From an optimization exercise on the open Yosys and OpenROAD flow, aimed at small area and a short achievable clock period; shortcuts taken in it are not production practice. Where RTL was checked, it was by simulation tests only, not by an equivalence proof against the original. For runs 1, 3 and 4, only the layout was checked, not whether the RTL still works.

### flow/flow/run.sh
#!/bin/bash
set -euo pipefail
cd "$(dirname "$0")/.."
TARGET_NS=5.7
MARGIN=$(python3 -c "print(round(${FLOW_PERIOD_NS:-22.0} - ${TARGET_NS}, 3))")
bash standard.sh "SETUP_SLACK_MARGIN=${MARGIN}" \
    "BUFFER_PORTS_ARGS=-buffer_cell sky130_fd_sc_hd__buf_4" finish > make.log 2>&1
### flow/constraint.sdc
create_clock -name core_clock -period 22.0 [get_ports {clk}]
set_input_delay 4.4000 -clock core_clock [delete_from_list [all_inputs] [get_ports {clk}]]
set_output_delay 4.4000 -clock core_clock [all_outputs]
set_load 0.01 [all_outputs]
### flow/standard.sh
#!/bin/bash
# synth_recipe.tcl (not shown) runs the flow's synth.tcl, then flattens the netlist and writes it again
# the make line also repeats each setting of config.mk as NAME=value (left out here)
make -C /OpenROAD-flow-scripts/flow DESIGN_CONFIG=/design/flow/config.mk WORK_HOME=/design/flow/orfs CLKGATE_MAP_FILE= SYNTH_SCRIPT=/design/flow/synth_recipe.tcl "${@:-finish}"
### flow/design.v
module cp_lzc #(
    parameter W  = 32,
    parameter LW = 5
) (
    input  wire [W-1:0]  x,
    output wire [LW-1:0] n
);
    localparam P = 1 << LW;
    wire [P-1:0] xp = {x, {(P-W){1'b1}}};
    genvar l, i;
    generate
        for (l = 1; l <= LW; l = l + 1) begin : lv
            wire [(P>>l)-1:0]   v;
            wire [(P>>l)*l-1:0] c;
        end
        for (i = 0; i < P / 2; i = i + 1) begin : l1
            assign lv[1].v[i] = xp[2*i+1] | xp[2*i];
            assign lv[1].c[i] = ~xp[2*i+1];
        end
        for (l = 2; l <= LW; l = l + 1) begin : lvl
            for (i = 0; i < (P >> l); i = i + 1) begin : nd
                wire         vh = lv[l-1].v[2*i+1];
                wire         vl = lv[l-1].v[2*i];
                wire [l-2:0] ch = lv[l-1].c[(2*i+1)*(l-1) +: (l-1)];
                wire [l-2:0] cl = lv[l-1].c[(2*i)*(l-1) +: (l-1)];
                assign lv[l].v[i] = vh | vl;
                assign lv[l].c[i*l +: l] = vh ? {1'b0, ch} : {1'b1, cl};
            end
        end
    endgenerate
    assign n = lv[LW].c;
endmodule
module cp_pipe #(
    parameter W = 1,
    parameter R = 1
) (
    input  wire         clk,
    input  wire [W-1:0] d,
    output wire [W-1:0] q
);
    generate
        if (R) begin : g_reg
            reg [W-1:0] r;
            always @(posedge clk) r <= d;
            assign q = r;
        end else begin : g_wire
            assign q = d;
        end
    endgenerate
endmodule
module cp_cmpge #(
    parameter W  = 31,
    parameter LW = 5
) (
    input  wire [W-1:0] a,
    input  wire [W-1:0] b,
    output wire         ge
);
    localparam P = 1 << LW;
    wire [P-1:0] ap = {{(P-W){1'b0}}, a};
    wire [P-1:0] bp = {{(P-W){1'b0}}, b};
    genvar l, i;
    generate
        for (l = 0; l <= LW; l = l + 1) begin : lv
            wire [(P>>l)-1:0] g, e;
        end
        for (i = 0; i < P; i = i + 1) begin : l0
            assign lv[0].g[i] = ap[i] & ~bp[i];
            assign lv[0].e[i] = ~(ap[i] ^ bp[i]);
        end
        for (l = 1; l <= LW; l = l + 1) begin : lvl
            for (i = 0; i < (P >> l); i = i + 1) begin : nd
                assign lv[l].g[i] = lv[l-1].g[2*i+1] | (lv[l-1].e[2*i+1] & lv[l-1].g[2*i]);
                assign lv[l].e[i] = lv[l-1].e[2*i+1] & lv[l-1].e[2*i];
            end
        end
    endgenerate
    assign ge = lv[LW].g[0] | lv[LW].e[0];
endmodule
module fp32_add #(
    parameter       CW  = 1,
    parameter [4:0] CUT = 5'b00000
) (
    input  wire          clk,
    input  wire [31:0]   a,
    input  wire [31:0]   b,
    input  wire [CW-1:0] ci,
    output wire [31:0]   sum,
    output wire [CW-1:0] co,
    output wire [63:0]   abo         
);
    wire        a_big = (a[30:0] >= b[30:0]);
    wire [31:0] big   = a_big ? a : b;
    wire [31:0] sml   = a_big ? b : a;
    wire        bz    = (big[30:23] == 8'd0);
    wire        sz    = (sml[30:23] == 8'd0);
    wire [7:0]  eb    = {big[30:24], big[23] | bz};
    wire [7:0]  es    = {sml[30:24], sml[23] | sz};
    wire [7:0]  d     = eb - es;
    wire a_nan = (a[30:23] == 8'hFF) && (a[22:0] != 23'd0);
    wire b_nan = (b[30:23] == 8'hFF) && (b[22:0] != 23'd0);
    wire a_inf = (a[30:23] == 8'hFF) && (a[22:0] == 23'd0);
    wire b_inf = (b[30:23] == 8'hFF) && (b[22:0] == 23'd0);
    wire nan   = a_nan || b_nan || (a_inf && b_inf && (a[31] != b[31]));
    wire inf   = (big[30:23] == 8'hFF);
    wire zs    = a[31] & b[31];
    wire [CW+75:0] b1d = {ci, a_big, sml[30:23], big[31], eb, ~bz, big[22:0], ~sz, sml[22:0],
                          big[31] ^ sml[31], (d >= 8'd27), d[4:0], nan, inf, zs};
    wire [CW+75:0] b1q;
    cp_pipe #(.W(CW+76), .R(CUT[0])) p1 (.clk(clk), .d(b1d), .q(b1q));
    wire [CW-1:0] c2;
    wire        s2, sub2, dbig2, nan2, inf2, zs2;
    wire [7:0]  eb2;
    wire [23:0] mb2, ms2;
    wire [4:0]  d2;
    wire        ab2;
    wire [7:0]  es2;
    assign {c2, ab2, es2, s2, eb2, mb2, ms2, sub2, dbig2, d2, nan2, inf2, zs2} = b1q;
    wire [32:0] so2   = {ab2, s2 ^ sub2, es2, ms2[22:0]};
    wire [26:0] sh    = {ms2, 3'd0} >> d2;
    reg  [23:0] lost;
    integer k;
    always @* for (k = 0; k < 24; k = k + 1) lost[k] = (k + 3 < d2);
    wire        stk   = |(ms2 & lost);
    wire [26:0] al    = dbig2 ? {26'd0, |ms2} : {sh[26:1], sh[0] | stk};
    wire [CW+96:0] b2d = {c2, so2, s2, eb2, mb2, al, sub2, nan2, inf2, zs2};
    wire [CW+96:0] b2q;
    cp_pipe #(.W(CW+97), .R(CUT[1])) p2 (.clk(clk), .d(b2d), .q(b2q));
    wire [CW-1:0] c3;
    wire        s3, sub3, nan3, inf3, zs3;
    wire [7:0]  eb3;
    wire [23:0] mb3;
    wire [26:0] al3;
    wire [32:0] so3;
    assign {c3, so3, s3, eb3, mb3, al3, sub3, nan3, inf3, zs3} = b2q;
    wire [31:0] big3  = {s3, mb3[23] ? eb3 : 8'd0, mb3[22:0]};
    wire [63:0] ab3   = so3[32] ? {so3[31:0], big3} : {big3, so3[31:0]};
    wire [27:0] S     = sub3 ? ({1'b0, mb3, 3'd0} - {1'b0, al3}) : ({1'b0, mb3, 3'd0} + {1'b0, al3});
    wire [CW+103:0] b3d = {c3, ab3, s3, eb3, S, nan3, inf3, zs3};
    wire [CW+103:0] b3q;
    cp_pipe #(.W(CW+104), .R(CUT[2])) p3 (.clk(clk), .d(b3d), .q(b3q));
    wire [CW-1:0] c4;
    wire        s4, nan4, inf4, zs4;
    wire [7:0]  eb4;
    wire [27:0] S4;
    wire [63:0] ab4;
    assign {c4, ab4, s4, eb4, S4, nan4, inf4, zs4} = b3q;
    wire [31:0] mark  = (eb4 < 8'd28) ? (32'h8000_0000 >> eb4) : 32'd0;
    wire [4:0]  L;
    cp_lzc #(.W(28), .LW(5)) u_lz (.x(S4 | mark[31:4]), .n(L));
    wire [CW+109:0] b4d = {c4, ab4, s4, eb4, S4, L, nan4, inf4, zs4, S4 == 28'd0};
    wire [CW+109:0] b4q;
    cp_pipe #(.W(CW+110), .R(CUT[3])) p4 (.clk(clk), .d(b4d), .q(b4q));
    wire [CW-1:0] c5;
    wire        s5, nan5, inf5, zsx5, z5;
    wire [7:0]  eb5;
    wire [27:0] S5;
    wire [4:0]  L5;
    wire [63:0] ab5;
    assign {c5, ab5, s5, eb5, S5, L5, nan5, inf5, zsx5, z5} = b4q;
    wire [27:0] N     = S5 << L5;
    wire [7:0]  eL    = eb5 - {3'd0, L5};
    wire [CW+104:0] b5d = {c5, ab5, s5, eL, N, nan5, inf5, zsx5, z5};
    wire [CW+104:0] b5q;
    cp_pipe #(.W(CW+105), .R(CUT[4])) p5 (.clk(clk), .d(b5d), .q(b5q));
    wire [CW-1:0] c6;
    wire        s6, nan6, inf6, zsx6, z6;
    wire [7:0]  eL6;
    wire [27:0] N6;
    wire [63:0] ab6;
    assign {c6, ab6, s6, eL6, N6, nan6, inf6, zsx6, z6} = b5q;
    wire        up    = N6[3] & ((|N6[2:0]) | N6[4]);
    wire [31:0] r     = {1'b0, eL6, 23'd0} + {8'd0, N6[27:4]} + {31'd0, up};
    assign sum = nan6 ? 32'h7FC0_0000 :
                 inf6 ? {s6, 8'hFF, 23'd0} :
                 z6 ? {zsx6, 31'd0} :
                 (r[31] || r[30:23] == 8'hFF) ? {s6, 8'hFF, 23'd0} :
                 {s6, r[30:0]};
    assign co  = c6;
    assign abo = ab6;
endmodule
module cp_twosum #(
    parameter       CW  = 1,
    parameter [6:0] CUT = 7'b0000000
) (
    input  wire          clk,
    input  wire [31:0]   a,
    input  wire [31:0]   b,
    input  wire [CW-1:0] ci,
    output wire [31:0]   t,
    output wire [31:0]   er,
    output wire          plain,
    output wire [CW-1:0] co
);
    wire        a_big;
    cp_cmpge #(.W(31), .LW(5)) u_cmp (.a(a[30:0]), .b(b[30:0]), .ge(a_big));
    wire a_nan = (a[30:23] == 8'hFF) && (a[22:0] != 23'd0);
    wire b_nan = (b[30:23] == 8'hFF) && (b[22:0] != 23'd0);
    wire a_inf = (a[30:23] == 8'hFF) && (a[22:0] == 23'd0);
    wire b_inf = (b[30:23] == 8'hFF) && (b[22:0] == 23'd0);
    wire nonfin = (a[30:23] == 8'hFF) || (b[30:23] == 8'hFF);
    wire tnan  = a_nan || b_nan || (a_inf && b_inf && (a[31] != b[31]));
    wire tinfs = a_inf ? a[31] : b[31];
    wire zx    = (b[30:0] == 31'h7F7F_FFFF);
    wire [CW+68:0] b0d = {ci, a, b, a_big, nonfin, tnan, tinfs, zx};
    wire [CW+68:0] b0q;
    cp_pipe #(.W(CW+69), .R(1)) p0 (.clk(clk), .d(b0d), .q(b0q));
    wire [CW-1:0] c1;
    wire [31:0] a1, bb1;
    wire        ab1, nonfin1, tnan1, tinfs1, zx1;
    assign {c1, a1, bb1, ab1, nonfin1, tnan1, tinfs1, zx1} = b0q;
    wire [7:0]  ea1   = {a1[30:24], a1[23] | (a1[30:23] == 8'd0)};
    wire [7:0]  eb1   = {bb1[30:24], bb1[23] | (bb1[30:23] == 8'd0)};
    wire [7:0]  d0    = ab1 ? ea1 - eb1 : eb1 - ea1;
    wire        far   = (d0 >= 8'd26);
    wire [4:0]  d     = d0[4:0];
    wire [31:0] big   = ab1 ? a1 : bb1;
    wire [31:0] sml   = ab1 ? bb1 : a1;
    wire        bz    = (big[30:23] == 8'd0);
    wire        sz    = (sml[30:23] == 8'd0);
    wire [7:0]  eb    = {big[30:24], big[23] | bz};
    wire [7:0]  es    = {sml[30:24], sml[23] | sz};
    wire [8:0]  ef    = {sml[31], es};
    wire [6:0]  spec  = {nonfin1, tnan1, tinfs1, zx1, bb1[31], a1[31] & bb1[31], far};
    wire [CW+78:0] b1d = {c1, big[31], eb, ~bz, big[22:0], ~sz, sml[22:0], d,
                           ~far & (big[31] ^ sml[31]), ef, spec};
    wire [CW+78:0] b1q;
    cp_pipe #(.W(CW+79), .R(CUT[0])) p1 (.clk(clk), .d(b1d), .q(b1q));
    wire [CW-1:0] c2;
    wire        s2, sub2;
    wire [7:0]  eb2;
    wire [23:0] mb2, ms2;
    wire [4:0]  d2;
    wire [8:0]  ef2;
    wire [6:0]  sp2;
    assign {c2, s2, eb2, mb2, ms2, d2, sub2, ef2, sp2} = b1q;
    wire [48:0] bs    = {25'd0, ms2} << (sp2[0] ? 5'd0 : 5'd25 - d2);
    wire [CW+98:0] b2d = {c2, s2, eb2, mb2, bs, sub2, ef2, sp2};
    wire [CW+98:0] b2q;
    cp_pipe #(.W(CW+99), .R(CUT[1])) p2 (.clk(clk), .d(b2d), .q(b2q));
    wire [CW-1:0] c3;
    wire        s3, sub3;
    wire [7:0]  eb3;
    wire [23:0] mb3;
    wire [48:0] bs3;
    wire [8:0]  ef3;
    wire [6:0]  sp3;
    assign {c3, s3, eb3, mb3, bs3, sub3, ef3, sp3} = b2q;
    wire [49:0] S     = sub3 ? ({1'b0, mb3, 25'd0} - {1'b0, bs3}) : ({1'b0, mb3, 25'd0} + {1'b0, bs3});
    wire [CW+74:0] b3d = {c3, s3, eb3, S, ef3, sp3};
    wire [CW+74:0] b3q;
    cp_pipe #(.W(CW+75), .R(CUT[2])) p3 (.clk(clk), .d(b3d), .q(b3q));
    wire [CW-1:0] c4;
    wire        s4;
    wire [7:0]  eb4;
    wire [49:0] S4;
    wire [8:0]  ef4;
    wire [6:0]  sp4;
    assign {c4, s4, eb4, S4, ef4, sp4} = b3q;
    wire [31:0] mark  = (eb4 < 8'd26) ? (32'h8000_0000 >> eb4) : 32'd0;
    wire [4:0]  L;
    cp_lzc #(.W(26), .LW(5)) u_lz (.x(S4[49:24] | mark[31:6]), .n(L));
    wire [CW+80:0] b4d = {c4, s4, eb4, S4, L, ef4, sp4, S4 == 50'd0};
    wire [CW+80:0] b4q;
    cp_pipe #(.W(CW+81), .R(CUT[3])) p4 (.clk(clk), .d(b4d), .q(b4q));
    wire [CW-1:0] c5;
    wire        s5, z5;
    wire [7:0]  eb5;
    wire [49:0] S5;
    wire [4:0]  L5;
    wire [8:0]  ef5;
    wire [6:0]  sp5;
    assign {c5, s5, eb5, S5, L5, ef5, sp5, z5} = b4q;
    wire [49:0] N     = (L5 == 5'd0) ? S5 :
                        (L5 == 5'd1) ? {S5[48:0], 1'b0} :
                        (L5 == 5'd2) ? {S5[47:0], 2'b0} :
                        {S5[49:24] << L5, 24'd0};
    wire [7:0]  eL    = eb5 - {3'd0, L5};
    wire [CW+75:0] b5d = {c5, s5, eL, N, ef5, sp5, z5};
    wire [CW+75:0] b5q;
    cp_pipe #(.W(CW+76), .R(CUT[4])) p5 (.clk(clk), .d(b5d), .q(b5q));
    wire [CW-1:0] c6;
    wire        s6, z6;
    wire [7:0]  eL6;
    wire [49:0] N6;
    wire [8:0]  ef6;
    wire        nonfin6, tnan6, tinfs6, zx6, xs6, zs6, far6;
    assign {c6, s6, eL6, N6, ef6, nonfin6, tnan6, tinfs6, zx6, xs6, zs6, far6, z6} = b5q;
    wire        up    = N6[25] & ((|N6[24:0]) | N6[26]);
    wire [31:0] r     = {1'b0, eL6, 23'd0} + {8'd0, N6[49:26]} + {31'd0, up};
    wire        ovf   = r[31] | (r[30:23] == 8'hFF);
    wire [31:0] t6    = nonfin6 ? (tnan6 ? 32'h7FC0_0000 : {tinfs6, 8'hFF, 23'd0}) :
                        ovf ? {s6, 8'hFF, 23'd0} :
                        z6 ? {zs6, 31'd0} : {s6, r[30:0]};
    wire [25:0] emag  = up ? (26'd0 - N6[25:0]) : N6[25:0];
    wire [7:0]  eLe   = far6 ? ef6[7:0] + 8'd24 : eL6;
    wire        esg   = far6 ? ef6[8] : s6 ^ up;
    wire [CW+69:0] b6d = {c6, t6, nonfin6 | ovf, emag, eLe, esg, zx6, xs6};
    wire [CW+69:0] b6q;
    cp_pipe #(.W(CW+70), .R(CUT[5])) p6 (.clk(clk), .d(b6d), .q(b6q));
    wire [CW-1:0] c7;
    wire [31:0] t7;
    wire        pl7, es7, zx7, xs7;
    wire [25:0] emag7;
    wire [7:0]  eL7;
    assign {c7, t7, pl7, emag7, eL7, es7, zx7, xs7} = b6q;
    wire [4:0]  lz2;
    cp_lzc #(.W(26), .LW(5)) u_lz2 (.x(emag7), .n(lz2));
    wire signed [9:0] f = $signed({2'd0, eL7}) - 10'sd23 - $signed({5'd0, lz2});
    wire [7:0]  rs    = 8'd48 - eL7;
    wire [CW+83:0] b7d = {c7, t7, pl7, emag7, lz2, f, rs[5:0], es7, zx7, xs7, emag7 == 26'd0};
    wire [CW+83:0] b7q;
    cp_pipe #(.W(CW+84), .R(CUT[6])) p7 (.clk(clk), .d(b7d), .q(b7q));
    wire [CW-1:0] c8;
    wire [31:0] t8;
    wire        pl8, es8, zx8, xs8, ez8;
    wire [25:0] emag8;
    wire [4:0]  lz28;
    wire [9:0]  f8;
    wire [5:0]  rs8;
    assign {c8, t8, pl8, emag8, lz28, f8, rs8, es8, zx8, xs8, ez8} = b7q;
    wire [25:0] en    = emag8 << lz28;
    wire [49:0] esub  = {emag8, 24'd0} >> rs8;
    wire [31:0] err   = ez8 ? 32'd0 :
                        $signed(f8) >= 10'sd1 ? {es8, f8[7:0], en[24:2]} : {es8, 8'd0, esub[24:2]};
    wire        zovf  = zx8 && !ez8 && (f8 == 10'd230) && (en[24:2] == 23'd0) && (es8 != xs8);
    assign t     = t8;
    assign er    = pl8 ? 32'd0 : zovf ? 32'h7FC0_0000 : err;
    assign plain = pl8;
    assign co    = c8;
endmodule
module cpair_add (
    input  wire        clk,
    input  wire        rst,
    input  wire        in_valid,
    input  wire [63:0] in_pair,      
    input  wire [31:0] in_x,
    output reg         out_valid,
    output reg  [63:0] out_pair,
    output reg  [31:0] out_value
);
    localparam [6:0] TS_CUT = 7'b0101010;
    localparam [4:0] E_CUT  = 5'b01010;
    localparam [4:0] V_CUT  = 5'b01010;
    localparam NREG = 2 + 1 + 1 + TS_CUT[0] + TS_CUT[1] + TS_CUT[2] + TS_CUT[3] + TS_CUT[4] + TS_CUT[5] + TS_CUT[6]
                    + E_CUT[0] + E_CUT[1] + E_CUT[2] + E_CUT[3] + E_CUT[4]
                    + V_CUT[0] + V_CUT[1] + V_CUT[2] + V_CUT[3] + V_CUT[4];
    wire [31:0] t1, er1, e1;
    wire        pl1;
    cp_twosum #(.CW(32), .CUT(TS_CUT)) u_ts (
        .clk(clk), .a(in_pair[31:0]), .b(in_x), .ci(in_pair[63:32]), .t(t1), .er(er1), .plain(pl1), .co(e1));
    reg [31:0] t2, er2, e2;
    always @(posedge clk) begin
        t2  <= t1;
        er2 <= er1;
        e2  <= pl1 ? 32'd0 : e1;
    end
    wire [31:0] en3, t3;
    fp32_add #(.CW(32), .CUT(E_CUT)) u_e (.clk(clk), .a(e2), .b(er2), .ci(t2), .sum(en3), .co(t3), .abo());
    reg [31:0] t4, en4;
    always @(posedge clk) begin
        t4  <= t3;
        en4 <= en3;
    end
    wire [31:0] val5;
    wire [63:0] pair5;
    fp32_add #(.CW(1), .CUT(V_CUT)) u_v (.clk(clk), .a(t4), .b(en4), .ci(1'b0), .sum(val5), .co(), .abo(pair5));
    always @(posedge clk) begin
        out_pair  <= pair5;
        out_value <= val5;
    end
    reg [NREG-2:0] vp;
    always @(posedge clk) begin
        if (rst) begin
            vp        <= {(NREG-1){1'b0}};
            out_valid <= 1'b0;
        end else begin
            vp        <= {vp[NREG-3:0], in_valid};
            out_valid <= vp[NREG-2];
        end
    end
endmodule
### flow/config.mk
export PLATFORM = sky130hd
export DESIGN_NAME = cpair_add
export DESIGN_NICKNAME = cpair_add
export VERILOG_FILES = /design/flow/design.v
export SDC_FILE = /design/flow/constraint.sdc
export NUM_CORES = 4
export LEC_CHECK = 0
export CAP_MARGIN = 20
export CORE_MARGIN = 2
export CORE_UTILIZATION = 70
export CTS_CLUSTER_DIAMETER = 80
export CTS_CLUSTER_SIZE = 30
export SLEW_MARGIN = 20
==> flow_summary_export.csv, run 1 <==
group,metric,value,unit
sta,rsz0062_at_grt,"yes",
synthesis,ys.flop_type,"dfxtp_1",
sta,fin_setup_tns,0,ns
critical_path,cp_max_fo,2,
routing,drt-total-wl,163.1,mm
die,dieArea,85770,um^2
grt,grt_max_degree,92,
clock_tree,cts_inserted_buffers,51,
critical_path,crit_required,22.55,ns
grt,grt_pass1_vias,46134,
finish,final_area,62830,um^2
critical_path,criticalPathCategory,"in -> reg",
placed_design,io_buffers,195,
placed_design,dpl.hpwl,122.9,mm
synthesis,synth_warnings,11,
sta,fin_skew,0.03361,ns
sta,final-setup-viol-count,0,
grt,track_usage,0.3638,
die,rows,105,
finish,num-fill-cells,5893,
die,die_w,292.9,um
clock_tree,clk_pin_slew,0.11,ns
die,initial_utilization,0.7091,
run_status,status,"finished clean",
critical_path,cp.arrival,6.53,ns
synthesis,netlist_instances,6523,
synthesis,ys_seq_elements,1095,
clock_tree,root_buffer,"clkbuf_16",
routing,first_pass_iters,7,
sta,finalCritPeriodShare,0.2718,
clock_tree,cts_max_path_buffers,3,
synthesis,synthArstFlopShare,0,
placed_design,finalWeightedCongestion,1.023,
synthesis,synth_sequential_area_ratio,0.3753,
routing,drt-initial-drc-count,5766,
synthesis,syn_area_per_cell,8.955,um^2
die,die_y,292.9,um
synthesis,syn_area,58410,um^2
clock_tree,clock_sinks,1095,
placed_design,dpl_cell_area,60240,um^2
finish,nets,6917,
routing,vias,50104,
clock_tree,worst_skew_pair.late_latency,0.66,ns
finish,drive_gt1_frac,0.1249,
sta,drv_slew,0,
clock_tree,cts_htree_levels,2,
die,coreArea,82370,um^2
critical_path,cp-end-kind,"flop",
sta,hold_viol_final,0,
sta,tightest_slew,1.018,ns
job,max-cap-violations,0,
routing,vias_per_cell,6.581,
sta,slew_headroom,0.3208,
synthesis,yosysUniqueCellTypes,119,
clock_tree,ctsHoldBuffers,0,
routing,routedWlPerCell,21.42,um
synthesis,syn_nets,6922,
sta,fmax,0.1672,GHz
critical_path,startpoint_type,"input port",
grt,grt_pass1_wl,252.7,mm
finish,area_delta_synth_final,7.559,%
synthesis,synth_edf_count,0,
grt,grt_antenna_before_repair,3,
routing,ant_nets,0,
clock_tree,cts_tree,"yes",
sta,worst_hold_slack,0.2991,ns
min_path,hold_class,"reg -> reg",
sta,finalCriticalPeriod,5.980,ns
die,ios,196,
routing,drc_errors,0,
grt,grt-ovfl-total,0,
==> flip-flops by register name, indices dropped and copies added (netlist names), 64 cells and up <==
register,count
u_v.p4.g_reg.r,110
out_pair,64
u_ts.p0.g_reg.r,101
u_ts.p4.g_reg.r,113
u_ts.p2.g_reg.r,131
u_e.p2.g_reg.r,96
u_e.p4.g_reg.r,78
u_v.p2.g_reg.r,97
u_ts.p6.g_reg.r,102
==> cells in the final DEF, fill, tap and decap left out, types with 37 or more instances in the layout <==
cell | netlist | layout
dfxtp_1 | 1095 | 1064
nor2_1 | 554 | 551
nand2_1 | 545 | 541
a21oi_1 | 447 | 440
inv_1 | 400 | 393
o21ai_0 | 380 | 374
mux2i_1 | 305 | 300
ha_1 | 291 | 279
buf_4 | 20 | 260
nor3_1 | 195 | 190
xnor2_1 | 155 | 151
mux2_2 | 139 | 139
mux4_2 | 136 | 136
nand3_1 | 121 | 120
nor2b_1 | 107 | 105
xor2_1 | 89 | 88
nor4_1 | 80 | 77
a211oi_1 | 72 | 70
nand4_1 | 69 | 69
nand2b_1 | 68 | 67
a21o_1 | 58 | 58
a31oi_1 | 57 | 57
clkbuf_16 | 0 | 54
and2_1 | 50 | 50
a22oi_1 | 44 | 44
o22ai_1 | 39 | 39
o31ai_1 | 39 | 38
o211ai_1 | 37 | 37
==> kinds of logic (layout without fill, tap and decap cells) <==
kind of cell,count (synthesis),count (layout),synth area share
AOI/OAI and AO/OA,1522,1522,0.1664
DFF,1095,1095,0.3753
muxes,588,588,0.1351
adders and majority gates,301,301,0.06559
and+or+nand+nor,2026,2027,0.1693
buffers and inverters,747,766,0.05175
xor gates and xnor gates,244,244,0.03659
other,0,1,0
==> repair_timing <==
item / CTS / global route
gates resized for setup: 48 / 84
pin swaps: 4 / 18
setup endpoints to repair: 86 / 128
setup buffers: 3 / 21
cloned: 2 / 3
==> final cells by class <==
type                    instances  area, um^2  share of cell area
diodes                          1       2.502          0.00003983
flip-flops and latches       1095       21970              0.3496
inverters                     410        1555             0.02475
multi-input cells            4682       33990              0.5410
repair buffers                277        2277             0.03624
clock inverters                22       342.8            0.005457
clock buffers                  56        1348             0.02145
repair inverters                1       5.005          0.00007966
well taps                    1070        1339             0.02131
==> layer usage <==
metal	vias to the layer above	track usage	share of wire
met5	-	0	0.00065
met4	6	0.1553	0.048
met3	503	0.06359	0.096
met2	2724	0.5748	0.45
met1	23550	0.4922	0.41
li1	23321	-	-
==> worst paths after layout <==
kind	startpoint	end	slack, ns	cells past startpoint
hold / removal	u_ts.p4.g_reg.r[4]	u_ts.p6.g_reg.r[1]	0.30	0
setup reg to reg	en4[28]	u_v.p2.g_reg.r[4]	16.21	24
setup / recovery	in_x[0]	u_ts.p0.g_reg.r[4]	16.02	16
hold reg to reg	u_ts.p4.g_reg.r[4]	u_ts.p6.g_reg.r[1]	0.30	0
==> through the flow <==
step | cells | util | worst slack [ns]
after detailed placement | 7504 | 0.7314 | 15.23
after global routing | 7613 | 0.7627 | 15.86
after floorplan | 6523 | - | 15.54
final | 7614 | 0.7627 | 16.02
after CTS | 7587 | 0.7555 | 16.05
after global placement | 7504 | 0.7314 | 15.24
==> Yosys cell counts, types with 44 or more instances <==
cell      count  area, um^2
a211oi_1     72       540.5
nand2_1     545        2046
ha_1        291        3641
clkbuf_1    228       855.8
nand2b_1     68       425.4
a31oi_1      57       356.6
dfxtp_1    1095       21920
o21ai_0     380        1902
nor2b_1     107       669.4
a21o_1       58       435.4
nor4_1       80       500.5
nand3_1     121       605.6
mux2i_1     305        3053
nand4_1      69       431.7
xor2_1       89       779.5
nor3_1      195       975.9
mux4_2      136        3063
nor2_1      554        2079
a22oi_1      44       330.3
buf_2        44       220.2
xnor2_1     155        1358
a21oi_1     447        2237
inv_1       400        1501
and2_1       50       312.8
mux2_2      139        1565
==> critical path, cell delays in order <==
cell and delay (ns):
buf_8 0.10, inv_4 0.04, ha_4 0.18, o21a_1 0.17, o21a_1 0.17, o21a_1 0.17
o21a_1 0.16, o21a_1 0.16, o21a_1 0.16, o21ai_1 0.11, nand2b_1 0.08, a211oi_2 0.19
o21bai_1 0.09, a21oi_1 0.13, o21ai_1 0.07, a21o_1 0.15
==> run 2, diff against run 1 <==
--- a/flow/design.v
+++ b/flow/design.v
@@ -118,3 +118,5 @@
     assign {c2, ab2, es2, s2, eb2, mb2, ms2, sub2, dbig2, d2, nan2, inf2, zs2} = b1q;
-    wire [32:0] so2   = {ab2, s2 ^ sub2, es2, ms2[22:0]};
+    wire [31:0] big2  = {s2, mb2[23] ? eb2 : 8'd0, mb2[22:0]};
+    wire [31:0] sml2  = {s2 ^ sub2, es2, ms2[22:0]};
+    wire [63:0] ab    = ab2 ? {sml2, big2} : {big2, sml2};
     wire [26:0] sh    = {ms2, 3'd0} >> d2;
@@ -125,5 +127,5 @@
     wire [26:0] al    = dbig2 ? {26'd0, |ms2} : {sh[26:1], sh[0] | stk};
-    wire [CW+96:0] b2d = {c2, so2, s2, eb2, mb2, al, sub2, nan2, inf2, zs2};
-    wire [CW+96:0] b2q;
-    cp_pipe #(.W(CW+97), .R(CUT[1])) p2 (.clk(clk), .d(b2d), .q(b2q));
+    wire [CW+127:0] b2d = {c2, ab, s2, eb2, mb2, al, sub2, nan2, inf2, zs2};
+    wire [CW+127:0] b2q;
+    cp_pipe #(.W(CW+128), .R(CUT[1])) p2 (.clk(clk), .d(b2d), .q(b2q));
     wire [CW-1:0] c3;
@@ -133,6 +135,4 @@
     wire [26:0] al3;
-    wire [32:0] so3;
-    assign {c3, so3, s3, eb3, mb3, al3, sub3, nan3, inf3, zs3} = b2q;
-    wire [31:0] big3  = {s3, mb3[23] ? eb3 : 8'd0, mb3[22:0]};
-    wire [63:0] ab3   = so3[32] ? {so3[31:0], big3} : {big3, so3[31:0]};
+    wire [63:0] ab3;
+    assign {c3, ab3, s3, eb3, mb3, al3, sub3, nan3, inf3, zs3} = b2q;
     wire [27:0] S     = sub3 ? ({1'b0, mb3, 3'd0} - {1'b0, al3}) : ({1'b0, mb3, 3'd0} + {1'b0, al3});
--- a/flow/config.mk
+++ b/flow/config.mk
@@ -9,3 +9,3 @@
 export CORE_MARGIN = 2
-export CORE_UTILIZATION = 70
+export CORE_UTILIZATION = 60
 export CTS_CLUSTER_DIAMETER = 80
==> flow_summary_export.csv, run 2 <==
group,metric,value,unit
run_status,status,"finished clean",
grt,grt_pass1_vias,45306,
critical_path,cp_max_fo,4,
sta,hold_viol_final,0,
synthesis,synth_warnings,11,
die,ios,196,
routing,ant_nets,0,
sta,slew_headroom,0.2504,
die,die_w,317.1,um
synthesis,syn_area_per_cell,8.970,um^2
routing,drt-initial-drc-count,5379,
critical_path,cp-end-kind,"flop",
critical_path,criticalPathCategory,"in -> reg",
synthesis,synth_edf_count,0,
grt,grt-ovfl-total,0,
critical_path,rrSetupSlack,16.37,ns
routing,vias_per_cell,6.301,
critical_path,cp.arrival,6.31,ns
critical_path,cpMostUsedCell,"o21a_1",
die,initial_utilization,0.6066,
die,die_y,317.1,um
routing,routedWlPerCell,21.56,um
synthesis,ys.flop_type,"dfxtp_1",
synthesis,synth_most_common_cell,"dfxtp_1",
synthesis,syn_area,58830,um^2
placed_design,finalWeightedCongestion,1.020,
finish,layout_common_cells,"1107 x dfxtp_1, 543 x nand2_1, 496 x nor2_1, 401 x a21oi_1, 369 x inv_1",
finish,largest_register,"u_ts.p2.g_reg.r",
synthesis,yosysUniqueCellTypes,97,
critical_path,cp_cell_sequence,"buf_4, inv_6, ha_4, o21a_1, o21a_1, o21a_1, o21a_1, o21a_1, o21a_1, o21ai_1, nand2b_1, a21oi_1, nor2b_1, o21ai_1, a31oi_1",
finish,area_delta_synth_final,7.839,%
sta,rsz0062_at_grt,"yes",
sta,finalCriticalPeriod,5.696,ns
grt,grt_pass1_wl,258.0,mm
clock_tree,ctsHoldBuffers,0,
critical_path,critical-path-max-stage-delay,0.18,ns
synthesis,netlist_instances,6559,
job,max-cap-violations,0,
sta,tightest_slew,1.116,ns
die,rows,114,
sta,fin_skew,0.04509,ns
critical_path,startpoint_type,"input port",
grt,grt_max_degree,88,
sta,finalCritPeriodShare,0.2589,
clock_tree,clock_sinks,1126,
critical_path,crit_required,22.61,ns
die,coreArea,96990,um^2
critical_path,cp_slowest_cell,"ha_4",
min_path,hold_class,"reg -> reg",
placed_design,pre_cts_ws,14.31,ns
die,dieArea,100600,um^2
routing,drc_errors,0,
sta,fin_setup_tns,0,ns
placed_design,io_buffers,195,
grt,grt_antenna_before_repair,6,
sta,drv_slew,0,
routing,drt-total-wl,168.2,mm
clock_tree,cts_inserted_buffers,53,
clock_tree,cts_tree,"yes",
synthesis,yosys.area.top_type,"dfxtp_1",
finish,layout.cells.most_common,"dfxtp_1",
routing,first_pass_iters,7,
clock_tree,cts_htree_levels,2,
synthesis,synth_sequential_area_ratio,0.3831,
synthesis,ys_seq_elements,1126,
clock_tree,clk_pin_slew,0.10,ns
sta,worst_slack,16.30,ns
placed_design,dpl.hpwl,128.9,mm
synthesis,synthArstFlopShare,0,
synthesis,yosysTopAreaCellShare,0.3831,
clock_tree,root_buffer,"clkbuf_16",
grt,track_usage,0.3233,
sta,final-setup-viol-count,0,
synthesis,ys_top_cells_by_count,"1126 x dfxtp_1, 546 x nand2_1, 499 x nor2_1",
finish,largest_reg_flops,131,
finish,top_regs,"u_ts.p2.g_reg.r: 131 flops, u_v.p2.g_reg.r: 128 flops, u_ts.p4.g_reg.r: 113 flops",
clock_tree,cts_max_path_buffers,3,
synthesis,synthTopCellsByArea,"dfxtp_1 38%, ha_1 6.2%, mux4_2 5.4%",
sta,fmax,0.1756,GHz
synthesis,syn_nets,6958,
routing,vias,49176,
finish,drive_gt1_frac,0.1215,
finish,nets,6901,
clock_tree,worst_skew_pair.late_latency,0.72,ns
## run 2: changes by cell type after synthesis, sizes merged, moves of 30 or more
cell / change
clkbuf: +76
nor2: -58
a21oi: -42
a211oi: +40
dfxtp: +31
mux2: -30
o21ai: -30
## run 2: final timing paths
check                                         start             endpoint  cells after the start
worst max register to register  u_ts.p4.g_reg.r[19]  u_ts.p6.g_reg.r[69]                     14
worst min-delay path             u_v.p4.g_reg.r[81]         out_pair[35]                      0
worst max-delay path                        in_x[0]   u_ts.p0.g_reg.r[4]                     15
worst min register to register   u_v.p4.g_reg.r[81]         out_pair[35]                      0
## run 2: repair_timing
| item | in CTS | in global routing |
|---|---|---|
| buffers inserted | 10 | 21 |
| endpoints found under the setup margin | 91 | 168 |
| pin swaps | 7 | 12 |
| endpoints found under the hold margin | 0 | 0 |
| gates resized for setup | 66 | 71 |
| cloned | 4 | 4 |
## run 2: cells by family (layout without fill, tap and decap cells)
| family | count (synthesis) | in the layout | share of synthesized area |
|---|---|---|---|
| AO/OA/AOI/OAI | 1545 | 1545 | 0.1698 |
| XOR/XNOR | 233 | 233 | 0.03469 |
| adder cells (fa/ha/maj) | 300 | 300 | 0.06495 |
| AND/OR/NAND/NOR | 2012 | 2015 | 0.1674 |
| buffers and inverters | 782 | 747 | 0.05202 |
| multiplexers | 561 | 561 | 0.1280 |
| flip-flops | 1126 | 1126 | 0.3831 |
| other | 0 | 1 | 0 |
## run 2: metrics by stage
| stage | utilization | std cells | hold slack [ns] | instance area (um^2) |
|---|---|---|---|---|
| 2_1_floorplan | - | 6559 | 0.3096 | 58900 |
| 3_3_place_gp | 0.6268 | 7684 | 0.3099 | 60790 |
| 3_5_place_dp | 0.6268 | 7684 | 0.3121 | 60790 |
| 4_1_cts | 0.6488 | 7778 | 0.3157 | 62930 |
| 5_1_grt | 0.6541 | 7803 | 0.3166 | 63440 |
| 6_report | 0.6541 | 7804 | 0.3109 | 63440 |
## run 2: final cells by class
cell class	instances	area [um^2]
diodes	1	2.502
clock buffers	57	1341
clock inverters	23	404.1
fillers	8103	33550
inverters	384	1498
multi-input cells	4654	33770
flip-flops and latches	1126	22570
well taps	1276	1597
repair buffers	281	2248
repair inverters	2	11.26
## run 2: worst max-delay path: cells and delay by family
| kind | cells | cell delay (ns) |
|---|---|---|
| compound gates | 10 | 1.40 |
| fa+ha+maj | 1 | 0.18 |
| buf+inv | 2 | 0.19 |
| simple gates | 2 | 0.13 |
## run 2: per-layer routing
layer,GRT usage,vias to the layer above,part of all wire
met2,0.5190,2169,0.45
met3,0.04239,360,0.081
met5,0,-,0.00013
met4,0.1204,4,0.041
li1,-,23371,-
met1,0.4460,23272,0.43
==> run 3, diff against run 2 <==
--- a/flow/design.v
+++ b/flow/design.v
@@ -50,31 +50,2 @@
 endmodule
-module cp_cmpge #(
-    parameter W  = 31,
-    parameter LW = 5
-) (
-    input  wire [W-1:0] a,
-    input  wire [W-1:0] b,
-    output wire         ge
-);
-    localparam P = 1 << LW;
-    wire [P-1:0] ap = {{(P-W){1'b0}}, a};
-    wire [P-1:0] bp = {{(P-W){1'b0}}, b};
-    genvar l, i;
-    generate
-        for (l = 0; l <= LW; l = l + 1) begin : lv
-            wire [(P>>l)-1:0] g, e;
-        end
-        for (i = 0; i < P; i = i + 1) begin : l0
-            assign lv[0].g[i] = ap[i] & ~bp[i];
-            assign lv[0].e[i] = ~(ap[i] ^ bp[i]);
-        end
-        for (l = 1; l <= LW; l = l + 1) begin : lvl
-            for (i = 0; i < (P >> l); i = i + 1) begin : nd
-                assign lv[l].g[i] = lv[l-1].g[2*i+1] | (lv[l-1].e[2*i+1] & lv[l-1].g[2*i]);
-                assign lv[l].e[i] = lv[l-1].e[2*i+1] & lv[l-1].e[2*i];
-            end
-        end
-    endgenerate
-    assign ge = lv[LW].g[0] | lv[LW].e[0];
-endmodule
 module fp32_add #(
@@ -118,5 +89,3 @@
     assign {c2, ab2, es2, s2, eb2, mb2, ms2, sub2, dbig2, d2, nan2, inf2, zs2} = b1q;
-    wire [31:0] big2  = {s2, mb2[23] ? eb2 : 8'd0, mb2[22:0]};
-    wire [31:0] sml2  = {s2 ^ sub2, es2, ms2[22:0]};
-    wire [63:0] ab    = ab2 ? {sml2, big2} : {big2, sml2};
+    wire [32:0] so2   = {ab2, s2 ^ sub2, es2, ms2[22:0]};
     wire [26:0] sh    = {ms2, 3'd0} >> d2;
@@ -127,5 +96,5 @@
     wire [26:0] al    = dbig2 ? {26'd0, |ms2} : {sh[26:1], sh[0] | stk};
-    wire [CW+127:0] b2d = {c2, ab, s2, eb2, mb2, al, sub2, nan2, inf2, zs2};
-    wire [CW+127:0] b2q;
-    cp_pipe #(.W(CW+128), .R(CUT[1])) p2 (.clk(clk), .d(b2d), .q(b2q));
+    wire [CW+96:0] b2d = {c2, so2, s2, eb2, mb2, al, sub2, nan2, inf2, zs2};
+    wire [CW+96:0] b2q;
+    cp_pipe #(.W(CW+97), .R(CUT[1])) p2 (.clk(clk), .d(b2d), .q(b2q));
     wire [CW-1:0] c3;
@@ -135,4 +104,6 @@
     wire [26:0] al3;
-    wire [63:0] ab3;
-    assign {c3, ab3, s3, eb3, mb3, al3, sub3, nan3, inf3, zs3} = b2q;
+    wire [32:0] so3;
+    assign {c3, so3, s3, eb3, mb3, al3, sub3, nan3, inf3, zs3} = b2q;
+    wire [31:0] big3  = {s3, mb3[23] ? eb3 : 8'd0, mb3[22:0]};
+    wire [63:0] ab3   = so3[32] ? {so3[31:0], big3} : {big3, so3[31:0]};
     wire [27:0] S     = sub3 ? ({1'b0, mb3, 3'd0} - {1'b0, al3}) : ({1'b0, mb3, 3'd0} + {1'b0, al3});
@@ -194,19 +165,27 @@
 );
-    wire        a_big;
-    cp_cmpge #(.W(31), .LW(5)) u_cmp (.a(a[30:0]), .b(b[30:0]), .ge(a_big));
-    wire a_nan = (a[30:23] == 8'hFF) && (a[22:0] != 23'd0);
-    wire b_nan = (b[30:23] == 8'hFF) && (b[22:0] != 23'd0);
-    wire a_inf = (a[30:23] == 8'hFF) && (a[22:0] == 23'd0);
-    wire b_inf = (b[30:23] == 8'hFF) && (b[22:0] == 23'd0);
-    wire nonfin = (a[30:23] == 8'hFF) || (b[30:23] == 8'hFF);
-    wire tnan  = a_nan || b_nan || (a_inf && b_inf && (a[31] != b[31]));
-    wire tinfs = a_inf ? a[31] : b[31];
-    wire zx    = (b[30:0] == 31'h7F7F_FFFF);
-    wire [CW+68:0] b0d = {ci, a, b, a_big, nonfin, tnan, tinfs, zx};
-    wire [CW+68:0] b0q;
-    cp_pipe #(.W(CW+69), .R(1)) p0 (.clk(clk), .d(b0d), .q(b0q));
+    wire [3:0]  pg, pe;
+    assign pg[3] = a[30:23] > b[30:23];
+    assign pe[3] = a[30:23] == b[30:23];
+    assign pg[2] = a[22:15] > b[22:15];
+    assign pe[2] = a[22:15] == b[22:15];
+    assign pg[1] = a[14:7] > b[14:7];
+    assign pe[1] = a[14:7] == b[14:7];
+    assign pg[0] = a[6:0] >= b[6:0];
+    assign pe[0] = 1'b0;
+    wire [CW+71:0] b0d = {ci, a, b, pg, pe};
+    wire [CW+71:0] b0q;
+    cp_pipe #(.W(CW+72), .R(1)) p0 (.clk(clk), .d(b0d), .q(b0q));
     wire [CW-1:0] c1;
     wire [31:0] a1, bb1;
-    wire        ab1, nonfin1, tnan1, tinfs1, zx1;
-    assign {c1, a1, bb1, ab1, nonfin1, tnan1, tinfs1, zx1} = b0q;
+    wire [3:0]  pg1, pe1;
+    assign {c1, a1, bb1, pg1, pe1} = b0q;
+    wire        ab1   = pg1[3] | pe1[3] & (pg1[2] | pe1[2] & (pg1[1] | pe1[1] & pg1[0]));
+    wire a_nan = (a1[30:23] == 8'hFF) && (a1[22:0] != 23'd0);
+    wire b_nan = (bb1[30:23] == 8'hFF) && (bb1[22:0] != 23'd0);
+    wire a_inf = (a1[30:23] == 8'hFF) && (a1[22:0] == 23'd0);
+    wire b_inf = (bb1[30:23] == 8'hFF) && (bb1[22:0] == 23'd0);
+    wire nonfin1 = (a1[30:23] == 8'hFF) || (bb1[30:23] == 8'hFF);
+    wire tnan1 = a_nan || b_nan || (a_inf && b_inf && (a1[31] != bb1[31]));
+    wire tinfs1 = a_inf ? a1[31] : bb1[31];
+    wire zx1   = (bb1[30:0] == 31'h7F7F_FFFF);
     wire [7:0]  ea1   = {a1[30:24], a1[23] | (a1[30:23] == 8'd0)};
--- a/flow/flow/run.sh
+++ b/flow/flow/run.sh
@@ -3,3 +3,3 @@
 cd "$(dirname "$0")/.."
-TARGET_NS=5.7
+TARGET_NS=5.5
 MARGIN=$(python3 -c "print(round(${FLOW_PERIOD_NS:-22.0} - ${TARGET_NS}, 3))")
--- a/flow/config.mk
+++ b/flow/config.mk
@@ -9,3 +9,3 @@
 export CORE_MARGIN = 2
-export CORE_UTILIZATION = 60
+export CORE_UTILIZATION = 70
 export CTS_CLUSTER_DIAMETER = 80
==> flow_summary_export.csv, run 3 <==
group,metric,value,unit
run_status,status,"finished clean",
sta,fmax,0.1784,GHz
finish,drive_gt1_frac,0.1565,
finish,layoutNonFillerInstCount,7760,
synthesis,synth_edf_count,0,
clock_tree,root_buffer,"clkbuf_16",
critical_path,startpoint_type,"flop",
critical_path,cp_max_fo,8,
clock_tree,cts_tree,"yes",
finish,largest_register,"u_ts.p2.g_reg.r",
routing,drt-total-wl,173.4,mm
synthesis,synth_warnings,11,
sta,finalCriticalPeriod,5.605,ns
synthesis,ys_top_cells_by_count,"1097 x dfxtp_1, 602 x nand2_1, 526 x nor2_1",
synthesis,yosysTopAreaCellShare,0.3788,
routing,first_pass_iters,8,
grt,track_usage,0.3776,
sta,fin_skew,0.03909,ns
placed_design,place_inst,7560,
critical_path,criticalPathCategory,"reg -> reg",
grt,grt_pass1_vias,47514,
grt,grt_pass1_wl,260.8,mm
critical_path,critical-path-max-stage-delay,0.42,ns
synthesis,synth-adder-area-share,0.06634,
clock_tree,ctsHoldBuffers,0,
sta,hold_viol_final,0,
clock_tree,clock_sinks,1097,
die,coreArea,81980,um^2
sta,fin_setup_tns,0,ns
critical_path,crit_required,22.56,ns
synthesis,synthArstFlopShare,0,
die,dieArea,85140,um^2
clock_tree,worst_skew_pair.late_latency,0.67,ns
sta,finalCritPeriodShare,0.2548,
clock_tree,cts_max_path_buffers,3,
sta,rsz0062_at_grt,"yes",
synthesis,synthTopCellsByArea,"dfxtp_1 38%, ha_1 6.3%, mux2i_1 6.1%",
job,max-cap-violations,0,
synthesis,netlist_instances,6582,
die,die_w,291.8,um
routing,drc_errors,0,
critical_path,cp-end-kind,"flop",
clock_tree,cts_inserted_buffers,50,
critical_path,rrSetupSlack,16.40,ns
min_path,hold_class,"reg -> reg",
critical_path,cp.arrival,6.17,ns
routing,vias,51743,
finish,layout.cells.most_common,"dfxtp_1",
sta,tightest_slew,1.074,ns
critical_path,cpMostUsedCell,"buf_6",
sta,final-setup-viol-count,0,
synthesis,synth_top_family_by_area,"simple AND/OR/NAND/NOR gates",
synthesis,synth-xor-area-share,0.03581,
synthesis,synthMuxAreaShare,0.1302,
clock_tree,cts_htree_levels,2,
synthesis,ys.flop_type,"dfxtp_1",
synthesis,ys_seq_elements,1097,
placed_design,io_buffers,195,
routing,ant_nets,0,
synthesis,yosys.area.top_type,"dfxtp_1",
sta,worst_slack,16.40,ns
clock_tree,clk_pin_slew,0.10,ns
synthesis,synth_most_common_cell,"dfxtp_1",
routing,routedWlPerCell,22.35,um
synthesis,syn_area_per_cell,8.808,um^2
critical_path,cp_slowest_cell,"dfxtp_1",
synthesis,yosys.area_share.simple,0.1740,
finish,nets,7061,
finish,layout_common_cells,"956 x dfxtp_1, 601 x nand2_1, 510 x nor2_1, 397 x inv_1, 397 x a21oi_1",
routing,vias_per_cell,6.668,
synthesis,synth-compound-area-share,0.1647,
placed_design,finalWeightedCongestion,1.015,
grt,grt_max_degree,84,
synthesis,synth_sequential_area_ratio,0.3788,
sta,slew_headroom,0.2774,
synthesis,syn_area,57970,um^2
synthesis,yosysUniqueCellTypes,91,
grt,grt-ovfl-total,0,
grt,grt_antenna_before_repair,8,
die,initial_utilization,0.7072,
placed_design,pre_cts_ws,15.14,ns
sta,drv_slew,0,
finish,area_delta_synth_final,11.19,%
synthesis,syn_nets,6983,
finish,top_regs,"u_ts.p2.g_reg.r: 131 flops, u_ts.p4.g_reg.r: 113 flops, u_v.p4.g_reg.r: 110 flops",
finish,largest_reg_flops,131,
die,rows,105,
die,ios,196,
routing,drt-initial-drc-count,6818,
die,die_y,291.8,um
placed_design,dpl.hpwl,123.5,mm
[run 3: worst paths after layout]
path | from | to | depth (start not counted)
setup reg to reg | er2[2] | u_e.p2.g_reg.r[20] | 31
setup / recovery | er2[2] | u_e.p2.g_reg.r[20] | 31
hold reg to reg | u_ts.p4.g_reg.r[4] | u_ts.p6.g_reg.r[1] | 0
hold / removal | u_ts.p4.g_reg.r[4] | u_ts.p6.g_reg.r[1] | 0
[run 3: final cells by class]
class                           count  area [um^2]
Antenna cell                        6        15.01
Clock buffer                       55         1344
Clock inverter                     21        380.4
Fill cell                        5471        17520
Inverter                          426         1669
Multi-Input combinational cell   4731        34150
Sequential cell                  1097        22180
Tap cell                         1070         1339
Timing Repair Buffer              351         3377
Timing Repair inverter              3        15.01
[run 3: cells by family after synthesis]
family	Yosys count
AO/OA/AOI/OAI	1494
multiplexers	606
adder cells (fa/ha/maj)	302
XOR/XNOR	237
AND/OR/NAND/NOR	2084
flip-flops	1097
buffers and inverters	762
[run 3: routing by layer]
| metal | up-vias | GRT usage | part of all wire |
|---|---|---|---|
| met4 | 8 | 0.1578 | 0.053 |
| met1 | 24192 | 0.5066 | 0.39 |
| li1 | 23604 | - | - |
| met5 | - | 0.003403 | 0.00044 |
| met2 | 3285 | 0.6069 | 0.45 |
| met3 | 654 | 0.06127 | 0.10 |
[run 3: per-stage QoR]
step                utilization  instance area (um^2)  hold WS (ns)
floorplan                     -                 58180        0.3096
CTS                      0.7682                 62980        0.3223
finish                   0.7863                 64460        0.3195
global route             0.7862                 64450        0.3259
global placement         0.7324                 60040        0.3095
detailed placement       0.7325                 60050        0.3121
[run 3: what timing repair did]
action,4_1_cts,5_1_grt
resized for setup,250,224
cloned,9,16
buffers inserted,28,65
endpoints found under the setup margin,206,288
pin swaps,24,54
[run 3: critical path: cells and delay by family, from the launching register on]
family                   cells  cell delay, ns
AO/OA/AOI/OAI                4            0.88
AND/OR/NAND/NOR              9            1.39
adder cells (fa/ha/maj)      3            0.66
buffers and inverters       11            1.15
multiplexers                 4            0.99
flip-flops                   1            0.42
==> run 4, diff against run 3 <==
--- a/flow/design.v
+++ b/flow/design.v
@@ -69,3 +69,8 @@
     wire [7:0]  es    = {sml[30:24], sml[23] | sz};
-    wire [7:0]  d     = eb - es;
+    wire [7:0]  ea0   = {a[30:24], a[23] | (a[30:23] == 8'd0)};
+    wire [7:0]  eb0   = {b[30:24], b[23] | (b[30:23] == 8'd0)};
+    wire [7:0]  dab   = ea0 - eb0;
+    wire [7:0]  dba   = eb0 - ea0;
+    wire [7:0]  d     = a_big ? dab : dba;
+    wire        dbig  = a_big ? (dab >= 8'd27) : (dba >= 8'd27);
     wire a_nan = (a[30:23] == 8'hFF) && (a[22:0] != 23'd0);
@@ -78,3 +83,3 @@
     wire [CW+75:0] b1d = {ci, a_big, sml[30:23], big[31], eb, ~bz, big[22:0], ~sz, sml[22:0],
-                          big[31] ^ sml[31], (d >= 8'd27), d[4:0], nan, inf, zs};
+                          big[31] ^ sml[31], dbig, d[4:0], nan, inf, zs};
     wire [CW+75:0] b1q;
==> flow_summary_export.csv, run 4 <==
group,metric,value,unit
run_status,status,"finished clean",
grt,grt_antenna_before_repair,3,
routing,routedWlPerCell,23.50,um
clock_tree,root_buffer,"clkbuf_16",
finish,layout_common_cells,"994 x dfxtp_1, 620 x nand2_1, 532 x nor2_1, 435 x inv_1, 414 x a21oi_1",
synthesis,synth_edf_count,0,
synthesis,yosysUniqueCellTypes,118,
critical_path,crit_required,17.60,ns
sta,hold_viol_final,0,
die,dieArea,88070,um^2
synthesis,yosys.area.top_type,"dfxtp_1",
finish,num-fill-cells,5977,
die,die_w,296.8,um
synthesis,synthTopCellsByArea,"dfxtp_1 37%, ha_1 6.3%, mux2i_1 4.9%",
critical_path,critPathTopFamily,"flip-flops",
sta,slew_headroom,0.2053,
clock_tree,clk_pin_slew,0.11,ns
die,ios,196,
grt,grt-ovfl-total,0,
critical_path,cp_cell_sequence,"buf_6",
synthesis,syn_nets,7264,
grt,track_usage,0.4049,
grt,grt_pass1_wl,288.2,mm
sta,drv_slew,0,
finish,final_area,64520,um^2
sta,fin_skew,0.03470,ns
synthesis,synth_most_common_cell,"dfxtp_1",
sta,final-setup-viol-count,0,
finish,largest_register,"u_ts.p2.g_reg.r",
min_path,hold_class,"reg -> reg",
synthesis,ys.flop_type,"dfxtp_1",
synthesis,synth_warnings,11,
die,coreArea,85010,um^2
routing,first_pass_iters,9,
finish,layout.cells.most_common,"dfxtp_1",
synthesis,ys_top_cells_by_count,"1097 x dfxtp_1, 623 x nand2_1, 535 x nor2_1",
synthesis,ys_seq_elements,1097,
critical_path,cp_slowest_cell,"dfxtp_2",
sta,finalCriticalPeriod,5.550,ns
clock_tree,cts_htree_levels,2,
critical_path,cp.arrival,1.15,ns
placed_design,dpl.hpwl,138.1,mm
die,initial_utilization,0.7057,
synthesis,yosysTopAreaCellShare,0.3660,
grt,grt_max_degree,89,
synthesis,syn_area_per_cell,8.761,um^2
routing,drt-total-wl,187.5,mm
critical_path,critPathBufInv,1,
clock_tree,cts_tree,"yes",
routing,drc_errors,0,
clock_tree,worst_skew_pair.late_latency,0.68,ns
critical_path,cp-end-kind,"output pin",
clock_tree,clock_sinks,1097,
clock_tree,cts_inserted_buffers,51,
placed_design,place_inst,7878,
critical_path,cp_max_fo,1,
finish,nets,7221,
finish,drive_gt1_frac,0.1243,
routing,vias_per_cell,6.773,
sta,rsz0062_at_grt,"yes",
routing,drt-initial-drc-count,6852,
sta,tightest_slew,1.180,ns
routing,vias,54042,
placed_design,io_buffers,195,
synthesis,synth_sequential_area_ratio,0.3660,
critical_path,rrSetupSlack,16.67,ns
sta,fin_setup_tns,0,ns
die,rows,107,
synthesis,synthArstFlopShare,0,
clock_tree,ctsHoldBuffers,0,
grt,grt_pass1_vias,51299,
critical_path,startpoint_type,"flop",
finish,layoutNonFillerInstCount,7979,
sta,worst_hold_slack,0.3283,ns
critical_path,criticalPathCategory,"reg -> out",
finish,largest_reg_flops,131,
finish,final_util,0.7589,
placed_design,dpl_cell_area,61890,um^2
sta,finalCritPeriodShare,0.2523,
synthesis,netlist_instances,6848,
placed_design,finalWeightedCongestion,1.062,
job,max-cap-violations,0,
critical_path,critical-path-max-stage-delay,0.36,ns
synthesis,syn_area,60000,um^2
clock_tree,cts_max_path_buffers,3,
finish,area_delta_synth_final,7.537,%
finish,top_regs,"u_ts.p2.g_reg.r: 131 flops, u_ts.p4.g_reg.r: 113 flops, u_v.p4.g_reg.r: 110 flops",
routing,ant_nets,0,
sta,fmax,0.1802,GHz
die,die_y,296.8,um
==> run 4: cells by family after synthesis <==
kind of cell,Yosys count,share of synthesized area
flops,1097,0.3660
mux,539,0.1132
simple gates,2112,0.1714
buf+inv,819,0.05518
xor+xnor,271,0.03956
compound gates,1693,0.1869
fa+ha+maj,317,0.06774
==> run 4: area by class of cell <==
type                            count  area, um^2  area share
Clock buffer                       55        1301     0.02017
Inverter                          448        1725     0.02674
Sequential cell                  1097       22100      0.3425
Clock inverter                     25       432.9    0.006710
Tap cell                         1144        1431     0.02219
Timing Repair Buffer              271        2442     0.03786
Timing Repair inverter              2       10.01   0.0001551
Multi-Input combinational cell   4934       35070      0.5436
Antenna cell                        3       7.507   0.0001164
==> run 4: stage by stage <==
stage / setup WS (ns)
2_1_floorplan: 16.30
3_3_place_gp: 14.73
3_5_place_dp: 14.61
4_1_cts: 16.45
5_1_grt: 16.44
6_report: 16.45
==> run 4: path summary, 6_finish.rpt <==
check               startpoint                  end  cells past startpoint
max reg2reg  u_v.p4.g_reg.r[4]         out_value[5]                     13
min                     t2[24]  u_e.p2.g_reg.r[121]                      0
max                out_pair[2]          out_pair[2]                      1
min reg2reg             t2[24]  u_e.p2.g_reg.r[121]                      0
==> run 4: metal layers <==
metal	global-route usage	vias to the layer above	wire length [um]
met5	0	-	13
met4	0.2104	2	11250
met3	0.06393	747	19300
met2	0.6549	3613	84920
met1	0.5241	25338	71990
li1	-	24342	-
==> run 4: what timing repair did <==
| item | 4_1_cts | 5_1_grt |
|---|---|---|
| endpoints found under the hold margin | 0 | 0 |
| resized for setup | 200 | 61 |
| buffers inserted | 8 | 6 |
| pin swaps | 6 | 12 |
| endpoints found under the setup margin | 147 | 231 |
| cloned | 2 | 2 |
==> run 5, diff against run 4 <==
--- a/flow/design.v
+++ b/flow/design.v
@@ -113,3 +113,3 @@
     wire [63:0] ab3   = so3[32] ? {so3[31:0], big3} : {big3, so3[31:0]};
-    wire [27:0] S     = sub3 ? ({1'b0, mb3, 3'd0} - {1'b0, al3}) : ({1'b0, mb3, 3'd0} + {1'b0, al3});
+    wire [27:0] S     = {1'b0, mb3, 3'd0} + ({1'b0, al3} ^ {28{sub3}}) + {27'd0, sub3};
     wire [CW+103:0] b3d = {c3, ab3, s3, eb3, S, nan3, inf3, zs3};
@@ -232,3 +232,3 @@
     assign {c3, s3, eb3, mb3, bs3, sub3, ef3, sp3} = b2q;
-    wire [49:0] S     = sub3 ? ({1'b0, mb3, 25'd0} - {1'b0, bs3}) : ({1'b0, mb3, 25'd0} + {1'b0, bs3});
+    wire [49:0] S     = {1'b0, mb3, 25'd0} + ({1'b0, bs3} ^ {50{sub3}}) + {49'd0, sub3};
     wire [CW+74:0] b3d = {c3, s3, eb3, S, ef3, sp3};
@@ -278,3 +278,3 @@
                         z6 ? {zs6, 31'd0} : {s6, r[30:0]};
-    wire [25:0] emag  = up ? (26'd0 - N6[25:0]) : N6[25:0];
+    wire [25:0] emag  = (N6[25:0] ^ {26{up}}) + {25'd0, up};
     wire [7:0]  eLe   = far6 ? ef6[7:0] + 8'd24 : eL6;
--- a/flow/flow/run.sh
+++ b/flow/flow/run.sh
@@ -3,3 +3,3 @@
 cd "$(dirname "$0")/.."
-TARGET_NS=5.5
+TARGET_NS=5.7
 MARGIN=$(python3 -c "print(round(${FLOW_PERIOD_NS:-22.0} - ${TARGET_NS}, 3))")
==> flow_summary_export.csv, run 5 <==
group,metric,value,unit
run_status,status,"finished clean",
job,max-cap-violations,0,
die,die_w,288.6,um
synthesis,synthTopCellsByArea,"dfxtp_1 39%, ha_1 5.2%, mux2i_1 4.7%",
sta,finalCriticalPeriod,5.658,ns
sta,rsz0062_at_grt,"no",
grt,grt_max_degree,108,
finish,largest_register,"u_ts.p2.g_reg.r",
sta,tightest_slew,1.097,ns
routing,highest_layer,"met4",
synthesis,synth_warnings,11,
critical_path,critPathTopFamily,"flip-flops",
critical_path,critical-path-max-stage-delay,0.44,ns
clock_tree,cts_tree,"yes",
synthesis,synth_sequential_area_ratio,0.3873,
critical_path,cp.arrival,1.26,ns
finish,final_util,0.7540,
routing,drc_errors,0,
finish,area_delta_synth_final,6.919,%
routing,route.met2.wl,76.82,mm
clock_tree,cts_htree_levels,2,
critical_path,criticalPathCategory,"reg -> out",
synthesis,ys_top_cells_by_count,"1097 x dfxtp_1, 666 x nand2_1, 489 x nor2_1",
min_path,hold_end,"u_e.p4.g_reg.r[3]",
grt,grt_antenna_before_repair,1,
synthesis,synth_edf_count,0,
finish,largest_reg_flops,131,
die,die_y,288.6,um
die,dieArea,83300,um^2
synthesis,syn_area_per_cell,8.984,um^2
finish,nets,6663,
critical_path,crit_required,17.60,ns
synthesis,yosysTopAreaCellShare,0.3873,
critical_path,rr_worst_depth,19,
synthesis,yosysUniqueCellTypes,114,
sta,fin_skew,0.04205,ns
routing,first_pass_iters,9,
routing,drt-initial-drc-count,5579,
placed_design,dpl.hpwl,124.4,mm
placed_design,finalWeightedCongestion,1.027,
critical_path,regToRegEndpoint,"er2[23]",
sta,drv_slew,0,
synthesis,netlist_instances,6312,
routing,routedWlPerCell,22.12,um
routing,vias,48791,
clock_tree,cts_inserted_buffers,50,
placed_design,io_buffers,195,
critical_path,r2r_start,"u_ts.p6.g_reg.r[13]",
finish,layout.cells.most_common,"dfxtp_1",
synthesis,synthArstFlopShare,0,
min_path,holdCritStartpoint,"u_e.p2.g_reg.r[2]",
sta,fmax,0.1768,GHz
die,ios,196,
sta,fin_setup_tns,0,ns
synthesis,syn_nets,6657,
routing,ant_nets,0,
critical_path,rrSetupSlack,16.57,ns
synthesis,ys_seq_elements,1097,
min_path,hold_depth,0,
sta,slew_headroom,0.2597,
grt,grt_pass1_wl,254.7,mm
finish,top_regs,"u_ts.p2.g_reg.r: 131 flops, u_ts.p4.g_reg.r: 113 flops, u_v.p4.g_reg.r: 110 flops",
sta,worst_hold_slack,0.3128,ns
critical_path,cp_cell_sequence,"buf_4",
die,coreArea,80420,um^2
grt,grt-ovfl-total,0,
finish,layout_common_cells,"1089 x dfxtp_1, 663 x nand2_1, 488 x nor2_1, 398 x a21oi_1, 326 x o21ai_0",
critical_path,cp_max_fo,1,
synthesis,syn_area,56710,um^2
grt,grt_pass1_vias,46199,
min_path,hold_class,"reg -> reg",
routing,route.met3.wl,14.53,mm
finish,num-fill-cells,5797,
finish,drive_gt1_frac,0.1139,
routing,wl_met1,63.44,mm
synthesis,ys.flop_type,"dfxtp_1",
die,initial_utilization,0.7052,
critical_path,critPathBufInv,1,
clock_tree,root_buffer,"clkbuf_16",
routing,drt-total-wl,163.9,mm
synthesis,synth_most_common_cell,"dfxtp_1",
sta,finalCritPeriodShare,0.2572,
sta,hold_viol_final,0,
clock_tree,worst_skew_pair.late_latency,0.67,ns
critical_path,cp_slowest_cell,"dfxtp_1",
clock_tree,clk_pin_slew,0.10,ns
clock_tree,clock_sinks,1097,
sta,final-setup-viol-count,0,
routing,vias_per_cell,6.587,
critical_path,cp-end-kind,"output pin",
clock_tree,cts_max_path_buffers,3,
die,rows,104,
synthesis,yosys.area.top_type,"dfxtp_1",
clock_tree,ctsHoldBuffers,0,
grt,track_usage,0.3825,
critical_path,startpoint_type,"flop",
## run 5: cell types whose count changed in the layout (fill, tap and decap cells not counted), moves of 32 or more
cell	before	now
o21ai_0	362	326
xor2_1	81	172
buf_4	166	249
o211ai_1	75	34
o22ai_1	71	39
inv_1	435	275
dfxtp_1	994	1089
buf_6	101	4
nor2_1	532	488
nand2_1	620	663
ha_1	302	234
dfxtp_2	100	6
## run 5: kinds of logic (layout without fill, tap and decap cells)
family	Yosys count	in the layout	share of synthesized area
AO/OA/AOI/OAI	1426	1426	0.1620
other	0	1	0
AND/OR/NAND/NOR	2082	2082	0.1791
adder cells (fa/ha/maj)	246	246	0.05560
flip-flops	1097	1097	0.3873
multiplexers	524	524	0.1205
buffers and inverters	596	630	0.04291
XOR/XNOR	341	341	0.05267
## run 5: metal layers
metal / vias up / global-route usage
met5: - / 0
met4: 0 / 0.1814
met3: 570 / 0.06414
met2: 2696 / 0.6412
met1: 22953 / 0.4816
li1: 22572 / -
## run 5: worst max-delay path by stage
| stage | to | slack, ns | cells past startpoint | startpoint |
|---|---|---|---|---|
| floorplan | u_ts.p0.g_reg.r[6] | 16.30 | 12 | in_x[16] |
| global placement | u_ts.p0.g_reg.r[7] | 16.07 | 13 | in_x[24] |
| detailed placement | u_ts.p6.g_reg.r[55] | 15.90 | 19 | u_ts.p4.g_reg.r[17] |
| CTS | er2[26] | 16.19 | 19 | u_ts.p6.g_reg.r[13] |
| global route | u_ts.p6.g_reg.r[40] | 16.30 | 20 | u_ts.p4.g_reg.r[18] |
| finish | out_value[21] | 16.34 | 1 | out_value[21] |
## run 5: what timing repair did
action / CTS / global route
setup buffers: 1 / 9
pin swaps: 0 / 1
setup endpoints to repair: 32 / 112
gates cloned: 0 / 1
gates resized for setup: 4 / 25
## run 5: area by class of cell
cell class              instances  area [um^2]  share of cell area
well taps                    1060         1326             0.02187
flip-flops and latches       1097        21980              0.3625
multi-input cells            4619        32520              0.5364
diodes                          1        2.502          0.00004127
clock buffers                  53         1272             0.02099
repair buffers                255         1949             0.03215
clock inverters                27        451.7            0.007450
inverters                     294         1126             0.01857
repair inverters                1        5.005          0.00008254
## run 5: stage by stage
step           instances  setup slack, ns  area (um^2)
5_1_grt             7406            16.30        60630
2_1_floorplan       6312            16.30        56750
3_3_place_gp        7314            16.07        58680
3_5_place_dp        7314            15.90        58680
6_report            7407            16.34        60630
4_1_cts             7395            16.19        60430

re-timing with driven ports:
The flow's constraints put no driver on any port. The routed layouts listed below were extracted and timed again, unchanged, in two steps. Step 1 (the two cells are an assumption about what drives the block):
set clk [get_ports {clk}]
set_driving_cell -lib_cell sky130_fd_sc_hd__clkbuf_16 $clk
set_driving_cell -lib_cell sky130_fd_sc_hd__buf_2 [delete_from_list [all_inputs] $clk]
Step 2 also shifts input and output timing later by t, the mid clock arrival at the registers, as if the neighbouring blocks saw the same clock. a / b / c = ideal ports / drivers / drivers and shift; a / b = the first two.
run | t, ns | setup WS [ns] | pins driven straight from the clock port
run 1 | 0.710 | 16.020 / 16.047 / 15.337 | 1
run 2 | 0.775 | 16.304 / 16.346 / 15.585 | 1
run 3 | 0.717 | 16.395 / 16.370 / 15.886 | 1
run 4 | 0.732 | 16.449 / 16.376 / 15.970 | 1
run 5 | 0.725 | 16.342 / 16.272 / 15.995 | 1
After both steps setup and hold are still met in every run listed. For run 2, which loses most, drivers alone change the setup slack by +0.042 ns; drivers and shift together by -0.719 ns.
